Context: an optimization exercise on an open-source flow, tuned for small area. The choices shown serve that exercise and are no tape-out recipe.
Only simulation tests tie the RTL to the original design; equivalence was not proved. The clock port is modelled as an ideal driver; clocking choices that lean on that would not hold on a real chip.

==> flow/design.v <==
module cfl_queue (
    input  wire        clk,
    input  wire        rst,           
    input  wire        in_valid,      
    input  wire [63:0] in_msg,        
    input  wire        pop,           
    input  wire        clr_drop,      
    output wire        head_valid,
    output wire [63:0] head_msg,
    output wire [6:0]  count,
    output wire [15:0] drop_count,
    output wire        queue_lost,
    output wire        sev_pending,
    output wire        rec_pending
);
    localparam N    = 64;    
    localparam NGEN = 56;    
    reg [61:0]  d [0:N-1];    
    reg [1:0]   c [0:N-1];    
    reg [6:0]   cnt;
    reg [6:0]   n_not;        
    reg [6:0]   n_rec;        
    reg [15:0]  drops;
    reg         lost;
    integer i;
    reg [N:0] occ;            
    always @* begin
        for (i = 0; i <= N; i = i + 1)
            occ[i] = (i < cnt);
    end
    wire [N-1:0] hsel    = occ[N-1:0] & ~occ[N:1];    
    wire         pop_eff = pop & occ[0];
    wire [6:0]   pcnt    = cnt - {6'd0, pop_eff};
    wire [N-1:0] v1      = occ[N-1:0] & ~(hsel & {N{pop_eff}});    
    reg [N-1:0] isn, isr;
    always @* begin
        for (i = 0; i < N; i = i + 1) begin
            isn[i] = v1[i] & ~c[i][1] & ~c[i][0];
            isr[i] = v1[i] & ~c[i][1] &  c[i][0];
        end
    end
    wire pop_not = pop_eff & (hcls == 2'd0);
    wire pop_rec = pop_eff & (hcls == 2'd1);
    wire any_not = (n_not != {6'd0, pop_not});
    wire any_rec = (n_rec != {6'd0, pop_rec});
    wire [N-1:0] tgt = any_not ? isn : isr;
    reg  [N-1:0] to_old, to_new;
    reg          a1, a2;
    always @* begin
        a1 = 1'b0;
        for (i = N - 1; i >= 0; i = i - 1) begin
            a1        = a1 | tgt[i];
            to_old[i] = a1;
        end
        a2 = 1'b0;
        for (i = 0; i < N; i = i + 1) begin
            to_new[i] = ~a2;
            a2        = a2 | tgt[i];
        end
    end
    wire [1:0] in_cls   = in_msg[49:48];
    wire       in_sev   = in_cls[1];            
    wire       in_not   = (in_cls == 2'd0);
    wire       full_gen = (pcnt >= NGEN);
    wire       full_all = pcnt[6];
    wire       full     = in_sev ? full_all : full_gen;
    wire       rem_en   = in_valid & full & (any_not | (any_rec & ~in_not));
    wire       append   = in_valid & (~full | rem_en);
    wire       drop_inc = in_valid & full & (any_not | in_not);
    wire       lost_now = in_valid & full & ~any_not & ~in_not & (~in_sev | ~any_rec);
    wire       use_new  = ~any_not & ~in_sev;
    wire [N-1:0] to_top = {v1[N-2:0], 1'b1};    
    wire [N-1:0] sh = {N{append}} &
                      (rem_en ? (use_new ? to_new : to_old) : to_top);
    reg pol;
    always @(posedge clk)
        pol <= rst ? 1'b0 : ~pol;
    wire [61:0] in_p = {in_msg[63:50], in_msg[47:0]} ^ {62{pol}};
    wire [N-1:0] nsh = ~sh;
    wire [61:0] d_nxt [0:N-1];
    genvar gs, gb;
    generate
        for (gs = 0; gs < N; gs = gs + 1) begin : g_slot
            wire [61:0] below = (gs == 0) ? in_p : d[gs == 0 ? 0 : gs - 1];
            for (gb = 0; gb < 11; gb = gb + 1) begin : g_grp
                localparam W = (gb < 10) ? 6 : 2;
                cfl_queue_mux #(.W(W)) u_mux (
                    .sh   (sh[gs]),
                    .nsh  (nsh[gs]),
                    .below(below[6*gb+W-1:6*gb]),
                    .own  (d[gs][6*gb+W-1:6*gb]),
                    .nxt  (d_nxt[gs][6*gb+W-1:6*gb]));
            end
        end
    endgenerate
    always @(posedge clk)
        for (i = 0; i < N; i = i + 1)
            d[i] <= d_nxt[i];
    wire [1:0] c_nxt [0:N-1];
    generate
        for (gs = 0; gs < N; gs = gs + 1) begin : g_cls
            cfl_queue_keep u_keep (
                .sh   (sh[gs]),
                .nsh  (nsh[gs]),
                .below(gs == 0 ? in_msg[49:48] : c[gs == 0 ? 0 : gs - 1]),
                .own  (c[gs]),
                .nxt  (c_nxt[gs]));
        end
    endgenerate
    always @(posedge clk)
        for (i = 0; i < N; i = i + 1)
            c[i] <= c_nxt[i];
    always @(posedge clk) begin
        if (rst) begin
            cnt   <= 7'd0;
            n_not <= 7'd0;
            n_rec <= 7'd0;
            drops <= 16'd0;
            lost  <= 1'b0;
        end else begin
            cnt  <= pcnt - {6'd0, rem_en} + {6'd0, append};
            n_not <= n_not - {6'd0, pop_not} - {6'd0, rem_en & any_not}
                           + {6'd0, append & in_not};
            n_rec <= n_rec - {6'd0, pop_rec} - {6'd0, rem_en & ~any_not}
                           + {6'd0, append & (in_cls == 2'd1)};
            lost <= lost_now;
            if (clr_drop)
                drops <= {15'd0, drop_inc};
            else if (drop_inc && drops != 16'hFFFF)
                drops <= drops + 16'd1;
        end
    end
    wire [63:0] hraw;
    genvar gr;
    generate
        for (gr = 0; gr < 8; gr = gr + 1) begin : g_rd
            wire [8*N-1:0] cols;
            for (gs = 0; gs < N; gs = gs + 1) begin : g_c
                if (gr < 7) begin : g_d
                    assign cols[8*gs+7:8*gs] = d[gs][8*gr+7:8*gr];
                end else begin : g_k
                    assign cols[8*gs+7:8*gs] = {c[gs], d[gs][61:56]};
                end
            end
            cfl_queue_rd u_rd (.sel(hsel), .cols(cols), .y(hraw[8*gr+7:8*gr]));
        end
    endgenerate
    wire [61:0] hsto = hraw[61:0];
    wire [1:0]  hcls = hraw[63:62];
    wire sev_any = (cnt != n_not + n_rec);
    wire rec_any = (n_rec != 7'd0);
    wire [61:0] hdat = hsto ^ {62{pol}};
    wire [63:0] hmsg = {hdat[61:48], hcls, hdat[47:0]};
    assign head_valid  = (cnt != 7'd0);
    assign head_msg    = hmsg;
    assign count       = cnt;
    assign drop_count  = drops;
    assign queue_lost  = lost;
    assign sev_pending = sev_any;
    assign rec_pending = rec_any;
endmodule
module cfl_queue_mux #(parameter W = 6) (
    input  wire         sh,
    input  wire         nsh,    
    input  wire [W-1:0] below,
    input  wire [W-1:0] own,
    output wire [W-1:0] nxt
);
    assign nxt = ~(({W{sh}} | own) & ({W{nsh}} | below));
endmodule
module cfl_queue_keep (
    input  wire       sh,
    input  wire       nsh,    
    input  wire [1:0] below,
    input  wire [1:0] own,
    output wire [1:0] nxt
);
    assign nxt = ({2{sh}} | own) & ({2{nsh}} | below);
endmodule
module cfl_queue_rd (
    input  wire [63:0]  sel,
    input  wire [511:0] cols,
    output wire [7:0]   y
);
    wire [8*22-1:0] g_n;    
    genvar k;
    generate
        for (k = 0; k < 21; k = k + 1) begin : g_grp
            cfl_queue_aoi3 u_aoi (
                .s  (sel[3*k+2:3*k]),
                .d0 (cols[8*(3*k)+7:8*(3*k)]),
                .d1 (cols[8*(3*k+1)+7:8*(3*k+1)]),
                .d2 (cols[8*(3*k+2)+7:8*(3*k+2)]),
                .y_n(g_n[8*k+7:8*k]));
        end
    endgenerate
    assign g_n[8*21+7:8*21] = ~(cols[511:504] & {8{sel[63]}});
    genvar b;
    generate
        for (b = 0; b < 8; b = b + 1) begin : g_b
            wire [21:0] t;
            for (k = 0; k < 22; k = k + 1) begin : g_t
                assign t[k] = g_n[8*k+b];
            end
            assign y[b] = ~&t;
        end
    endgenerate
endmodule
module cfl_queue_aoi3 (
    input  wire [2:0] s,
    input  wire [7:0] d0, d1, d2,
    output wire [7:0] y_n
);
    assign y_n = ~((d0 & {8{s[0]}}) | (d1 & {8{s[1]}}) | (d2 & {8{s[2]}}));
endmodule
Settings: LEC_CHECK=0, CAP_MARGIN=20, CORE_MARGIN=2, CORE_UTILIZATION=60, SLEW_MARGIN=35, SYNTH_HIERARCHICAL=1; clock period 12.0 ns.
standard.sh (not shown) runs the stock make flow with config.mk's settings and CLKGATE_MAP_FILE= SYNTH_SCRIPT=/design/flow/synth_recipe.tcl, a recipe that flattens the netlist after the stock synthesis.
==> flow/flow/run.sh <==
#!/bin/bash
# The standard layout (standard.sh: ORFS synthesis to final), with three
# changes passed to ORFS through its own variables:
#  - the port buffers are the smallest buffer cell, sky130_fd_sc_hd__buf_1
#    (ORFS otherwise picks sky130_fd_sc_hd__clkdlybuf4s50_1);
#  - the buffers synthesis left are removed at floorplan, without the
#    floorplan-stage timing repair (ORFS REMOVE_ABC_BUFFERS);
#  - clock tree synthesis clusters up to 30 sinks within 80 um per leaf
#    buffer and inserts no dummy loads.
# The make output goes to flow.log in this folder; ORFS keeps each step's
# full log under orfs/logs/.
set -euo pipefail
cd "$(dirname "$0")/.."
export BUFFER_PORTS_ARGS="-buffer_cell sky130_fd_sc_hd__buf_1"
export REMOVE_ABC_BUFFERS=1
export CTS_ARGS="-sink_clustering_enable -repair_clock_nets -dont_use_dummy_load -sink_clustering_size 30 -sink_clustering_max_diameter 80"
bash standard.sh finish > flow.log 2>&1
==> next run, changes <==
--- a/flow/design.v
+++ b/flow/design.v
@@ -17,10 +17,8 @@
     localparam NGEN = 56;    
     reg [61:0]  d [0:N-1];    
     reg [1:0]   c [0:N-1];    
     reg [6:0]   cnt;
-    reg [6:0]   n_not;        
-    reg [6:0]   n_rec;        
     reg [15:0]  drops;
     reg         lost;
     integer i;
     reg [N:0] occ;            
@@ -38,12 +36,10 @@
             isn[i] = v1[i] & ~c[i][1] & ~c[i][0];
             isr[i] = v1[i] & ~c[i][1] &  c[i][0];
         end
     end
-    wire pop_not = pop_eff & (hcls == 2'd0);
-    wire pop_rec = pop_eff & (hcls == 2'd1);
-    wire any_not = (n_not != {6'd0, pop_not});
-    wire any_rec = (n_rec != {6'd0, pop_rec});
+    wire any_not = |isn;
+    wire any_rec = |isr;
     wire [N-1:0] tgt = any_not ? isn : isr;
     reg  [N-1:0] to_old, to_new;
     reg          a1, a2;
     always @* begin
@@ -75,19 +71,19 @@
     reg pol;
     always @(posedge clk)
         pol <= rst ? 1'b0 : ~pol;
     wire [61:0] in_p = {in_msg[63:50], in_msg[47:0]} ^ {62{pol}};
-    wire [N-1:0] nsh = ~sh;
     wire [61:0] d_nxt [0:N-1];
     genvar gs, gb;
     generate
         for (gs = 0; gs < N; gs = gs + 1) begin : g_slot
+            wire        nsh   = ~sh[gs];
             wire [61:0] below = (gs == 0) ? in_p : d[gs == 0 ? 0 : gs - 1];
             for (gb = 0; gb < 11; gb = gb + 1) begin : g_grp
                 localparam W = (gb < 10) ? 6 : 2;
                 cfl_queue_mux #(.W(W)) u_mux (
                     .sh   (sh[gs]),
-                    .nsh  (nsh[gs]),
+                    .nsh  (nsh),
                     .below(below[6*gb+W-1:6*gb]),
                     .own  (d[gs][6*gb+W-1:6*gb]),
                     .nxt  (d_nxt[gs][6*gb+W-1:6*gb]));
             end
@@ -95,35 +91,22 @@
     endgenerate
     always @(posedge clk)
         for (i = 0; i < N; i = i + 1)
             d[i] <= d_nxt[i];
-    wire [1:0] c_nxt [0:N-1];
-    generate
-        for (gs = 0; gs < N; gs = gs + 1) begin : g_cls
-            cfl_queue_keep u_keep (
-                .sh   (sh[gs]),
-                .nsh  (nsh[gs]),
-                .below(gs == 0 ? in_msg[49:48] : c[gs == 0 ? 0 : gs - 1]),
-                .own  (c[gs]),
-                .nxt  (c_nxt[gs]));
-        end
-    endgenerate
-    always @(posedge clk)
-        for (i = 0; i < N; i = i + 1)
-            c[i] <= c_nxt[i];
+    always @(posedge clk) begin
+        if (sh[0])
+            c[0] <= in_msg[49:48];
+        for (i = 1; i < N; i = i + 1)
+            if (sh[i])
+                c[i] <= c[i - 1];
+    end
     always @(posedge clk) begin
         if (rst) begin
             cnt   <= 7'd0;
-            n_not <= 7'd0;
-            n_rec <= 7'd0;
             drops <= 16'd0;
             lost  <= 1'b0;
         end else begin
             cnt  <= pcnt - {6'd0, rem_en} + {6'd0, append};
-            n_not <= n_not - {6'd0, pop_not} - {6'd0, rem_en & any_not}
-                           + {6'd0, append & in_not};
-            n_rec <= n_rec - {6'd0, pop_rec} - {6'd0, rem_en & ~any_not}
-                           + {6'd0, append & (in_cls == 2'd1)};
             lost <= lost_now;
             if (clr_drop)
                 drops <= {15'd0, drop_inc};
             else if (drop_inc && drops != 16'hFFFF)
@@ -146,10 +129,17 @@
         end
     endgenerate
     wire [61:0] hsto = hraw[61:0];
     wire [1:0]  hcls = hraw[63:62];
-    wire sev_any = (cnt != n_not + n_rec);
-    wire rec_any = (n_rec != 7'd0);
+    reg sev_any, rec_any;
+    always @* begin
+        sev_any = 1'b0;
+        rec_any = 1'b0;
+        for (i = 0; i < N; i = i + 1) begin
+            sev_any = sev_any | (occ[i] & c[i][1]);
+            rec_any = rec_any | (occ[i] & ~c[i][1] & c[i][0]);
+        end
+    end
     wire [61:0] hdat = hsto ^ {62{pol}};
     wire [63:0] hmsg = {hdat[61:48], hcls, hdat[47:0]};
     assign head_valid  = (cnt != 7'd0);
     assign head_msg    = hmsg;
@@ -166,17 +156,8 @@
     input  wire [W-1:0] own,
     output wire [W-1:0] nxt
 );
     assign nxt = ~(({W{sh}} | own) & ({W{nsh}} | below));
-endmodule
-module cfl_queue_keep (
-    input  wire       sh,
-    input  wire       nsh,    
-    input  wire [1:0] below,
-    input  wire [1:0] own,
-    output wire [1:0] nxt
-);
-    assign nxt = ({2{sh}} | own) & ({2{nsh}} | below);
 endmodule
 module cfl_queue_rd (
     input  wire [63:0]  sel,
     input  wire [511:0] cols,
- The changed run produced a clean layout
- routed wire length goes down by a few percent
- worst setup slack is better by 0.51 ns
- non-clock buffer count climbs by 39
- first-iteration DRC count fell by a few percent
- flip-flop and latch count goes down by 14

-- port drivers added, routing unchanged --
The flow's constraints put no driver on any port. The routed layouts listed below were extracted and timed again, unchanged, in two steps. Step 1, drivers: a clkbuf_16 drives clk and a buf_2 each remaining input, both assumed. Step 2, shift: input delay + t, output delay - t, t = (earliest + latest rising clock arrival at the registers) / 2. This alone moves slack from input paths to output paths. Slacks: ideal / step 1 / step 2; pairs: ideal / step 1.
| run | shift t [ns] | setup WS [ns] | worst hold slack (ns) | cell pins on the clock port's net |
|---|---|---|---|---|
| the first run | 0.980 | 1.815 / 1.815 / 1.815 | 0.418 / 0.418 / 0.418 | 1 |
| the second run | 0.956 | 2.327 / 2.224 / 1.839 | 0.421 / 0.421 / 0.421 | 1 |
After both steps setup and hold are still met in every run listed. The setup slack of the second run, which loses most, moves by -0.103 ns with the drivers and by -0.488 ns with both steps.
